This is an optimization exercise on Yosys and OpenROAD, whose aim is small area, a short achievable clock period and few clock cycles per item, not a production implementation. The RTL was checked by simulation tests, not by an equivalence proof against the original design.

==> flow/design.v <==
module zlt_lane (
    input  wire [1:0]  pred,       
    input  wire        bounded,
    input  wire [3:0]  bound,
    input  wire [13:0] a,
    input  wire [13:0] b,
    input  wire [13:0] c,
    input  wire [13:0] x,
    input  wire        top_edge,
    input  wire        left_edge,
    output reg  [13:0] m,
    output reg  [13:0] r,
    output reg  [4:0]  d
);
    reg  [13:0] p, mx, mn;
    reg  signed [15:0] grad;
    always @* begin
        mx   = (a > b) ? a : b;
        mn   = (a > b) ? b : a;
        grad = $signed({2'b00, a}) + $signed({2'b00, b}) - $signed({2'b00, c});
        case (pred)
            2'd0: p = a;
            2'd1: p = b;
            2'd2: begin
                if (grad < 0)               p = 14'd0;
                else if (grad > 16'sd16383) p = 14'd16383;
                else                        p = grad[13:0];
            end
            default: begin
                if (c >= mx)      p = mn;
                else if (c <= mn) p = mx;
                else              p = grad[13:0];
            end
        endcase
        if (top_edge)       p = a;
        else if (left_edge) p = b;
    end
    reg  signed [14:0] e;
    reg         neg;
    reg  [14:0] ae;
    reg  [4:0]  step;
    reg  [4:0]  rem;
    reg  [5:0]  t6;
    reg  [12:0] q;
    reg  signed [5:0]  dd;
    reg  signed [15:0] ru;
    integer i;
    always @* begin
        e    = $signed({1'b0, x}) - $signed({1'b0, p});
        neg  = e[14];
        step = {bound, 1'b1};
        ae   = (neg ? -e : e) + {11'd0, bound};
        rem  = 5'd0;
        q    = 13'd0;
        for (i = 14; i >= 0; i = i - 1) begin
            t6 = {rem, ae[i]};
            if (t6 >= {1'b0, step}) begin
                rem = t6[4:0] - step;
                if (i < 13) q[i] = 1'b1;
            end else begin
                rem = t6[4:0];
            end
        end
        if (!bounded) begin
            m = {e[12:0], 1'b0} ^ {14{e[13]}};
            r = x;
            d = 5'd0;
        end else begin
            dd = neg ? ($signed({1'b0, rem}) - $signed({2'b00, bound}))
                     : ($signed({2'b00, bound}) - $signed({1'b0, rem}));
            ru = $signed({2'b00, x}) + dd;
            if (ru < 0)                 r = 14'd0;
            else if (ru > 16'sd16383)   r = 14'd16383;
            else                        r = ru[13:0];
            d = r[4:0] - x[4:0];
            m = {q, 1'b0} - {13'd0, (neg && q != 13'd0)};
        end
    end
endmodule
module zlt_coder (
    input  wire        clk,
    input  wire        rst,
    input  wire        start,
    input  wire        cfg_bounded,
    input  wire [3:0]  cfg_bound,
    input  wire        cfg_cfa,
    output wire        idle,
    input  wire        s_valid,
    output wire        s_ready,
    input  wire [13:0] s_data,
    output reg         o_valid,
    output reg  [63:0] o_data,
    output reg         done,
    output wire [15:0] o_bytes,
    output wire [31:0] o_crc
);
    reg         run, idle_r, rdy;
    reg         c_bnd, c_cfa;
    reg  [3:0]  c_B;
    reg  [5:0]  in_cnt, in_blk;
    reg  [13:0] xin;
    reg         xv;
    wire        take = s_valid & rdy;
    assign idle    = idle_r;
    assign s_ready = rdy;
    always @(posedge clk) begin
        xin <= s_data;
        if (rst) begin
            run <= 1'b0; idle_r <= 1'b1; rdy <= 1'b0; xv <= 1'b0;
            in_cnt <= 6'd0; in_blk <= 6'd0;
        end else begin
            xv <= take;
            if (idle_r && start) begin
                run <= 1'b1; idle_r <= 1'b0; rdy <= 1'b1;
                c_bnd <= cfg_bounded; c_B <= cfg_bound; c_cfa <= cfg_cfa;
                in_cnt <= 6'd0; in_blk <= 6'd0;
            end else if (take) begin
                in_cnt <= in_cnt + 6'd1;
                if (in_cnt == 6'd63) begin
                    in_blk <= in_blk + 6'd1;
                    rdy    <= 1'b0;
                    if (in_blk == 6'd63) begin
                        run <= 1'b0; idle_r <= 1'b1;
                    end
                end
            end else if (run && !rdy) begin
                rdy <= 1'b1;
            end
        end
    end
    reg         blk_end;
    reg  [6:0]  pend;
    wire        mid   = run && (in_cnt != 6'd0 || in_blk != 6'd0);
    wire        drain = (pend != 7'd0) && !mid;
    wire        adv   = xv | blk_end | drain;
    wire        advv  = adv & xv;           
    wire        pick_adv = adv & blk_end;   
    reg  [5:0]  l_pos;
    reg  [2:0]  l_bx, l_by;
    reg  [1:0]  l_plane;
    wire [2:0]  lu = l_pos[2:0];
    wire [2:0]  lv = l_pos[5:3];
    wire [2:0]  c_blast = c_cfa ? 3'd3 : 3'd7;
    wire [1:0]  c_plast = c_cfa ? 2'd3 : 2'd0;
    wire        l_lastblk = (l_bx == c_blast) && (l_by == c_blast) && (l_plane == c_plast);
    wire        l_top  = (l_by == 3'd0) && (lv == 3'd0);
    wire        l_left = (l_bx == 3'd0) && (lu == 3'd0);
    wire        l_verb = l_top && l_left;
    wire [5:0]  n_pos = advv ? l_pos + 6'd1 : l_pos;
    wire [2:0]  nu = n_pos[2:0];
    wire [2:0]  nv = n_pos[5:3];
    reg  [2:0]  f_bx, f_by;
    reg         f_last, f_bnd, f_cfa;
    reg  [3:0]  f_B;
    always @(posedge clk) begin
        if (rst) begin
            l_pos <= 6'd0; l_bx <= 3'd0; l_by <= 3'd0; l_plane <= 2'd0;
            blk_end <= 1'b0;
        end else begin
            if (adv) blk_end <= 1'b0;
            if (advv) begin
                l_pos <= l_pos + 6'd1;
                if (l_pos == 6'd63) begin
                    blk_end <= 1'b1;
                    f_bx <= l_bx; f_by <= l_by; f_last <= l_lastblk;
                    f_bnd <= c_bnd; f_B <= c_B; f_cfa <= c_cfa;
                    if (l_bx == c_blast) begin
                        l_bx <= 3'd0;
                        if (l_by == c_blast) begin
                            l_by <= 3'd0;
                            l_plane <= (l_plane == c_plast) ? 2'd0 : l_plane + 2'd1;
                        end else l_by <= l_by + 3'd1;
                    end else l_bx <= l_bx + 3'd1;
                end
            end
        end
    end
    reg  [13:0] D [0:64];           
    reg  [13:0] E [0:63];           
    integer k;
    reg  [19:0] cost [0:3];
    reg  [1:0]  best;
    reg  [1:0]  pick;
    reg  [19:0] pick_cost;
    integer j;
    always @* begin
        pick = 2'd0; pick_cost = cost[0];
        for (j = 1; j < 4; j = j + 1)
            if (cost[j] < pick_cost) begin pick = j[1:0]; pick_cost = cost[j]; end
    end
    wire [1:0]  w_sel = pick_adv ? pick : best;
    wire [4:0]  sv_all [0:3];
    wire [4:0]  sv_w = sv_all[w_sel];
    wire [13:0] lc_val = D[56] + {{9{sv_w[4]}}, sv_w};
    reg  [13:0] a_col0;
    genvar g;
    generate
        for (g = 0; g < 4; g = g + 1) begin : cl
            reg  [13:0] a, b, c;
            reg  [4:0]  dh [0:6];
            reg  [4:0]  sv [0:7];
            wire [13:0] m, r;
            wire [4:0]  d;
            zlt_lane u_lane (
                .pred(g[1:0]), .bounded(c_bnd), .bound(c_B),
                .a(a), .b(b), .c(c), .x(xin),
                .top_edge(l_top), .left_edge(l_left),
                .m(m), .r(r), .d(d));
            wire [13:0] rf = l_verb ? xin : r;
            wire [4:0]  df = l_verb ? 5'd0 : d;
            assign sv_all[g] = sv[nv];
            integer h;
            always @(posedge clk) begin
                if (rst) cost[g] <= 20'd0;
                else if (pick_adv) cost[g] <= 20'd0;
                else if (advv && !l_verb) cost[g] <= cost[g] + {6'd0, m};
                if (adv) begin
                    dh[0] <= df;
                    for (h = 1; h < 7; h = h + 1) dh[h] <= dh[h-1];
                    if (advv && lu == 3'd7) sv[lv] <= df;
                    b <= (nv == 3'd0) ? E[8 + nu] : D[6] + {{9{dh[6][4]}}, dh[6]};
                    c <= (nu == 3'd0) ? ((nv == 3'd0) ? E[7] : a_col0) : b;
                    a <= (nu == 3'd0) ? lc_val : rf;
                end
            end
        end
    endgenerate
    always @(posedge clk) begin
        if (adv) begin
            D[0] <= xin;
            for (k = 1; k < 65; k = k + 1) D[k] <= D[k-1];
            if (nu == 3'd0) a_col0 <= lc_val;
        end
        if (pick_adv) best <= pick;
    end
    reg         k_act, k_last, k_bnd, k_cfa;
    reg  [3:0]  k_B;
    reg  [2:0]  k_bx, k_by;
    reg  [6:0]  k_i;
    reg  [1:0]  k_pred;
    wire        k_proc = adv && k_act && !k_i[6];
    wire [2:0]  ku = k_i[2:0];
    wire [2:0]  kv = k_i[5:3];
    wire        k_top  = (k_by == 3'd0) && (kv == 3'd0);
    wire        k_left = (k_bx == 3'd0) && (ku == 3'd0);
    wire        k_verb = k_top && k_left;
    wire [5:0]  kn = pick_adv ? 6'd0 : k_i[5:0] + 6'd1;
    wire [2:0]  knu = kn[2:0];
    wire [2:0]  knv = kn[5:3];
    reg  [13:0] ka, kb, kc, k_corner;
    reg  [13:0] rh [0:6];
    reg  [13:0] cs [0:7];
    wire [13:0] kx = D[64];
    wire [13:0] km, kr;
    wire [4:0]  kd;
    zlt_lane u_code (
        .pred(k_pred), .bounded(k_bnd), .bound(k_B),
        .a(ka), .b(kb), .c(kc), .x(kx),
        .top_edge(k_top), .left_edge(k_left),
        .m(km), .r(kr), .d(kd));
    wire [13:0] krf = k_verb ? kx : kr;
    always @(posedge clk) begin
        if (rst) begin
            k_act <= 1'b0; k_i <= 7'd0;
        end else if (pick_adv) begin
            k_act <= 1'b1; k_i <= 7'd0;
            k_last <= f_last; k_bnd <= f_bnd; k_B <= f_B; k_cfa <= f_cfa;
            k_bx <= f_bx; k_by <= f_by; k_pred <= pick;
        end else if (adv && k_act) begin
            if (k_i[6]) k_act <= 1'b0;
            else        k_i <= k_i + 7'd1;
        end
        if (adv) begin
            rh[0] <= krf;
            for (k = 1; k < 7; k = k + 1) rh[k] <= rh[k-1];
        end
        if (k_proc && ku == 3'd7) cs[kv] <= krf;
        if (k_proc && ku == 3'd7 && kv == 3'd0) k_corner <= kb;
        if (pick_adv || k_proc) begin
            kb <= (knv == 3'd0) ? E[knu] : rh[6];
            kc <= (knu == 3'd0) ? ((knv == 3'd0) ? k_corner : cs[knv - 3'd1]) : kb;
            ka <= (knu == 3'd0) ? cs[knv] : krf;
        end
        if (k_proc && kv == 3'd7) begin
            for (k = 0; k < 63; k = k + 1) E[k] <= E[k+1];
            E[63] <= krf;
            if (k_cfa) E[31] <= krf;
        end
    end
    reg         c1_v, c1_verb, c1_pos0, c1_flush;
    reg  [13:0] c1_m;
    reg  [1:0]  c1_pred;
    always @(posedge clk) begin
        if (rst) begin
            c1_v <= 1'b0; c1_flush <= 1'b0;
        end else if (adv) begin
            c1_v     <= k_proc;
            c1_flush <= k_act && k_i[6] && k_last;
            c1_m     <= k_verb ? kx : km;
            c1_verb  <= k_verb;
            c1_pos0  <= (k_i[5:0] == 6'd0);
            c1_pred  <= k_pred;
        end
    end
    reg  [19:0] acc_a;
    reg  [4:0]  cnt_n;
    reg  [3:0]  kk;
    integer q;
    always @* begin
        kk = 4'd13;
        for (q = 12; q >= 0; q = q - 1)
            if (({20'd0, cnt_n} << q) >= {5'd0, acc_a}) kk = q[3:0];
    end
    wire [13:0] u_f = c1_m >> kk;
    reg  [39:0] fval;
    reg  [5:0]  flen;
    always @* begin
        if (c1_verb) begin
            fval = {26'd0, c1_m};
            flen = 6'd14;
        end else if (u_f < 14'd24) begin
            fval = (((40'd1 << u_f) - 40'd1) << (kk + 4'd1)) |
                   ({26'd0, c1_m} & ((40'd1 << kk) - 40'd1));
            flen = u_f[5:0] + 6'd1 + {2'd0, kk};
        end else begin
            fval = {2'd0, 24'hFFFFFF, c1_m};
            flen = 6'd38;
        end
        if (c1_pos0) begin
            fval = fval | ({38'd0, c1_pred} << flen);
            flen = flen + 6'd2;
        end
    end
    reg         c2_v, c2_flush;
    reg  [39:0] c2_f;
    reg  [5:0]  c2_len;
    always @(posedge clk) begin
        if (rst) begin
            c2_v <= 1'b0; c2_flush <= 1'b0;
        end else if (adv) begin
            c2_v     <= c1_v;
            c2_flush <= c1_flush;
            c2_f     <= fval;
            c2_len   <= flen;
            if (c1_v) begin
                if (c1_verb) begin
                    acc_a <= 20'd64;
                    cnt_n <= 5'd1;
                end else if (cnt_n == 5'd31) begin
                    acc_a <= (acc_a + {6'd0, c1_m}) >> 1;
                    cnt_n <= 5'd16;
                end else begin
                    acc_a <= acc_a + {6'd0, c1_m};
                    cnt_n <= cnt_n + 5'd1;
                end
            end
        end
    end
    reg  [103:0] pbuf;
    reg  [6:0]   pcnt;
    reg  [12:0]  wcount;
    reg  [31:0]  crc;
    reg          done_d;
    wire [103:0] pbuf_add = pbuf | ({64'd0, c2_f} << (7'd104 - pcnt - {1'b0, c2_len}));
    wire [7:0]   pcnt_add = {1'b0, pcnt} + {2'd0, c2_len};
    function [63:0] byte_order(input [63:0] w);
        integer b;
        begin
            for (b = 0; b < 8; b = b + 1)
                byte_order[8*b +: 8] = w[63 - 8*b -: 8];
        end
    endfunction
    function [31:0] crc_next(input [31:0] c, input [63:0] d);
        integer i;
        reg [31:0] r;
        begin
            r = c;
            for (i = 0; i < 64; i = i + 1)
                r = (r[0] ^ d[i]) ? ((r >> 1) ^ 32'hEDB88320) : (r >> 1);
            crc_next = r;
        end
    endfunction
    assign o_bytes = {wcount, 3'b000};
    assign o_crc   = ~crc;
    always @(posedge clk) begin
        if (rst) begin
            o_valid <= 1'b0; done <= 1'b0; done_d <= 1'b0;
            pbuf <= 104'd0; pcnt <= 7'd0; wcount <= 13'd0; crc <= 32'hFFFFFFFF;
        end else begin
            o_valid <= 1'b0;
            done_d  <= adv && c2_flush;
            done    <= done_d;
            if (o_valid) crc <= crc_next(crc, o_data);
            if (done) begin
                crc <= 32'hFFFFFFFF;
                wcount <= 13'd0;
            end
            if (adv && c2_flush) begin
                if (pcnt != 7'd0) begin
                    o_valid <= 1'b1;
                    o_data  <= byte_order(pbuf[103:40]);
                    wcount  <= wcount + 13'd1;
                end
                pbuf <= 104'd0;
                pcnt <= 7'd0;
            end else if (adv && c2_v) begin
                if (pcnt_add >= 8'd64) begin
                    o_valid <= 1'b1;
                    o_data  <= byte_order(pbuf_add[103:40]);
                    wcount  <= wcount + 13'd1;
                    pbuf    <= {pbuf_add[39:0], 64'd0};
                    pcnt    <= pcnt_add[6:0] - 7'd64;
                end else begin
                    pbuf <= pbuf_add;
                    pcnt <= pcnt_add[6:0];
                end
            end
        end
    end
    always @(posedge clk) begin
        if (rst) pend <= 7'd0;
        else if (pick_adv && f_last) pend <= 7'd67;
        else if (adv && pend != 7'd0) pend <= pend - 7'd1;
    end
endmodule
==> flow/run.sh <==
#!/bin/bash
# synth_recipe.tcl (not shown) runs the flow's synth.tcl, then flattens the netlist and writes it again
# the make line also repeats each setting of config.mk as NAME=value (left out here)
make -C /OpenROAD-flow-scripts/flow DESIGN_CONFIG=/design/flow/config.mk WORK_HOME=/design/flow/orfs CLKGATE_MAP_FILE= SYNTH_SCRIPT=/design/flow/synth_recipe.tcl finish
==> flow/config.mk <==
export PLATFORM = sky130hd
export DESIGN_NAME = zlt_coder
export DESIGN_NICKNAME = zlt_coder
export VERILOG_FILES = /design/flow/design.v
export SDC_FILE = /design/flow/constraint.sdc
export NUM_CORES = 4
export LEC_CHECK = 0
export CAP_MARGIN = 20
export CORE_MARGIN = 2
export CORE_UTILIZATION = 40
export SLEW_MARGIN = 20
==> flow/constraint.sdc <==
create_clock -name core_clock -period 90.0 [get_ports {clk}]
set_input_delay 18.0000 -clock core_clock [delete_from_list [all_inputs] [get_ports {clk}]]
set_output_delay 18.0000 -clock core_clock [all_outputs]
set_load 0.01 [all_outputs]
==> summary.txt <==
-- cell usage after synthesis (98+ instances only) --
master / n / area share
a211oi_1: 145 / 0.0065
a21o_1: 418 / 0.019
a21oi_1: 1069 / 0.032
a22oi_1: 136 / 0.0061
clkbuf_1: 391 / 0.0087
dfxtp_1: 305 / 0.036
edfxtp_1: 2713 / 0.48
fa_1: 127 / 0.015
ha_1: 1060 / 0.079
inv_1: 772 / 0.017
mux2i_1: 289 / 0.017
mux4_2: 98 / 0.013
nand2_1: 1080 / 0.024
nand2b_1: 180 / 0.0067
nand3_1: 234 / 0.0069
nor2_1: 935 / 0.021
nor2b_1: 138 / 0.0051
nor3_1: 234 / 0.0069
o211ai_1: 151 / 0.0067
o21a_1: 108 / 0.0048
o21ai_0: 796 / 0.024
o21bai_1: 169 / 0.0075
xnor2_1: 1038 / 0.054
xor2_1: 335 / 0.017
-- kinds of logic after synthesis --
logic type | count (synthesis)
buffers and inverters | 1293
flip-flops | 3018
adder cells (fa/ha/maj) | 1187
other | 1
XOR/XNOR | 1413
AO/OA/AOI/OAI | 3829
AND/OR/NAND/NOR | 3418
multiplexers | 491
-- critical path: cells and delay by family, from the launching register on --
family	cells	cell delay, ns
buf+inv	20	2.48
flops	1	0.38
mux	6	2.14
xor+xnor	14	4.31
fa+ha+maj	37	10.30
compound gates	99	19.51
simple gates	53	9.42
-- through the flow --
stage / cell area, sq um / util / hold WS [ns]
6_report: 187000 / 0.446 / 0.369
5_1_grt: 187000 / 0.446 / 0.389
4_1_cts: 187000 / 0.446 / 0.362
3_5_place_dp: 177000 / 0.421 / 0.405
3_3_place_gp: 177000 / 0.421 / 0.400
2_1_floorplan: 169000 / - / 0.400
-- sequential cells by signal (all words and copies together), names as in the netlist, 20 cells and up --
register and cells:
pbuf 104, cl.b 56, cs 112, rh 98
cl.a 56, crc 32, cl.dh 140, cost 80
cl.sv 160, D 910, c2_f 40, E 896
cl.c 28, acc_a 20, o_data 64
-- layer usage --
layer | vias to the layer above | share of wire | routed length (microns) | GRT usage
li1 | 54671 | - | - | -
met1 | 55653 | 0.46 | 203000 | 0.288
met2 | 3411 | 0.45 | 200000 | 0.320
met3 | 752 | 0.056 | 25000 | 0.0241
met4 | 6 | 0.039 | 17500 | 0.0720
met5 | - | 0.000092 | 41 | 0
-- final cells by class --
class | count | area, sq um
Antenna cell | 12 | 30.0
Clock buffer | 377 | 8120
Clock inverter | 185 | 2100
Fill cell | 38660 | 233000
Inverter | 782 | 2950
Multi-Input combinational cell | 10341 | 76400
Sequential cell | 3018 | 87600
Tap cell | 5520 | 6910
Timing Repair Buffer | 361 | 3120
-- final timing paths --
path,to,slack (ns),cells past startpoint
min,D[41][9],0.37,0
max reg2reg,cl[3].sv[2][4],41.08,229
min reg2reg,D[41][9],0.37,0
max,cl[3].sv[2][4],41.08,229
==> key figures <==
Synthesis
  – Post-Synthesis Cells: 14,650
  – Post-Synthesis Mean Instance Area: 11.5 sq um
  – Seq/Total Area, Yosys: 0.520
  – Number of synthesized register bits: 3,018
  – Unique masters post-synth: 142
  – Multiplexer share of the synthesized area: 0.0376
  – Synth Warn #: 10
  – Post-Syn Area: 0.169 sq mm
  – Number of synthesized flops with an enable pin: 2,713
  – Synth Area in Simple Gates: 0.0956
  – Largest family of logic cells by synthesized area: compound AO/OA/AOI/OAI gates
  – Post-Synth XOR/XNOR Area: 0.0753
  – Synth Area in Compound Gates: 0.148
  – Post-synth top flop: edfxtp_1
  – Adder-Cell Fraction of Synth Area: 0.0938
  – Async S/R FF share, synth: 0

Timing
  – PnR worst setup slack: 41.08 ns
  – Setup tns final: 0 ns
  – Count of final hold-check violations: 0
  – Unrepaired setup endpoints after global routing: false
  – Fmax: 20.4 MHz
  – Max_slew headroom: 0.205
  – Tcrit/Tclk final: 0.544
  – Setup violations, final: 0
  – Clk_skew: 0.118 ns
  – Final Max Slew Viols: 0
  – Fin crit period: 48.92 ns
  – Worst-margin pin slew: 1.19 ns

Finish
  – P&R area growth vs syn: 11.1%
  – Fraction of layout cells with a size suffix above 1: 0.0790
  – Non-filler cells, final: 20,596
  – Most frequent cells in the layout: edfxtp_1 (2,713), nand2_1 (1,078), a21oi_1 (1,069), ha_1 (1,059), xnor2_1 (1,030)
  – Most common cell after layout, fill and taps aside: edfxtp_1
  – Final Net Count: 16,027

CTS
  – CTS tree: done
  – Post-CTS sizing: 0
  – H-tree levels: 5
  – CTS Buf Count: 312
  – Clk slew on worst S/H paths: 0.07 ns
  – CTS root buffer: clkbuf_16
  – Clk buf depth: 4
  – # Post-CTS Setup Buffers: 0
  – Sink Count: 3,018
  – Skew-Pair Late Insertion Delay: 0.99 ns
  – Post-CTS Hold Fix Bufs: 0

Placed design
  – Pre-CTS worst setup slack: 41.53 ns
  – # port buffers: 136
  – Placed Cells incl. Taps: 20,020
  – GP Congestion: 0.931
  – DP HPWL: 320 mm

Critical path
  – CP max-delay cell: nand2_1
  – Crit path kind: reg -> reg
  – Crit start category: flip-flop
  – Required time worst endpoint: 90.68 ns
  – Crit path capture type: flip-flop
  – Most frequent CP cell: ha_1
  – Worst stage delay on the critical path: 0.71 ns
  – Setup crit start: cl[3].b[1]
  – Reg2Reg Launch Point: cl[3].b[1]
  – Critical path peak fanout: 26
  – CP Data Arrival Time: 49.60 ns

Floorplanning
  – Row count: 238
  – Core Region: 0.420 sq mm
  – Horiz. Die Dim: 653 microns
  – Starting Density: 0.401
  – Die height: 653 microns
  – Top Ports: 140
  – Full die area: 0.427 sq mm

Detailed routing
  – Via/cell ratio: 5.56
  – DRT antenna net count: 0
  – Detailed Route Iter0 Violations: 11,354
  – Detailed-route via count: 114,493
  – WL/cell: 21.7 microns
  – DR pass1 iterations: 6
  – # DRC: 0
  – Final wirelength: 446 mm

Global routing
  – Number of global-route vias before repair: 109,234
  – Initial antenna violation count: 21
  – Overall Global Routing Usage: 0.203
  – Largest net degree at the start of global routing: 200
  – GRT Residual Overflow: 0
  – First-pass GRT wire length: 674 mm

Status
  – Outcome: timing/DRC/antenna clean

Min path
  – Hold Crit Class: reg -> reg
  – Hold Path Origin: D[40][9]

Job
  – Max-Cap Viols: 0
Testbench counts, summed over its fixed seeds: cycles 200,248, sorts 48.

static timing again, ports no longer ideal:
The flow's constraints put no driver on any port. The routed layout listed below was extracted and timed again, unchanged, in two steps. Step 1: set_driving_cell puts a clkbuf_16 on clk and a buf_2 on each other input, an assumption about the parent block. Step 2 also shifts input and output timing later by t, the mid clock arrival at the registers, as if the neighbouring blocks saw the same clock. a / b / c = ideal / step 1 / step 2; a / b = the first two.
t (ns): 1.035
setup WS [ns]: 41.082 / 41.082 / 41.082
clock arrival spread, ns: 0.119 / 0.118
After both steps this run still meets setup and hold. For this run, drivers alone change the setup slack by 0.000 ns; drivers and shift together by 0.000 ns.
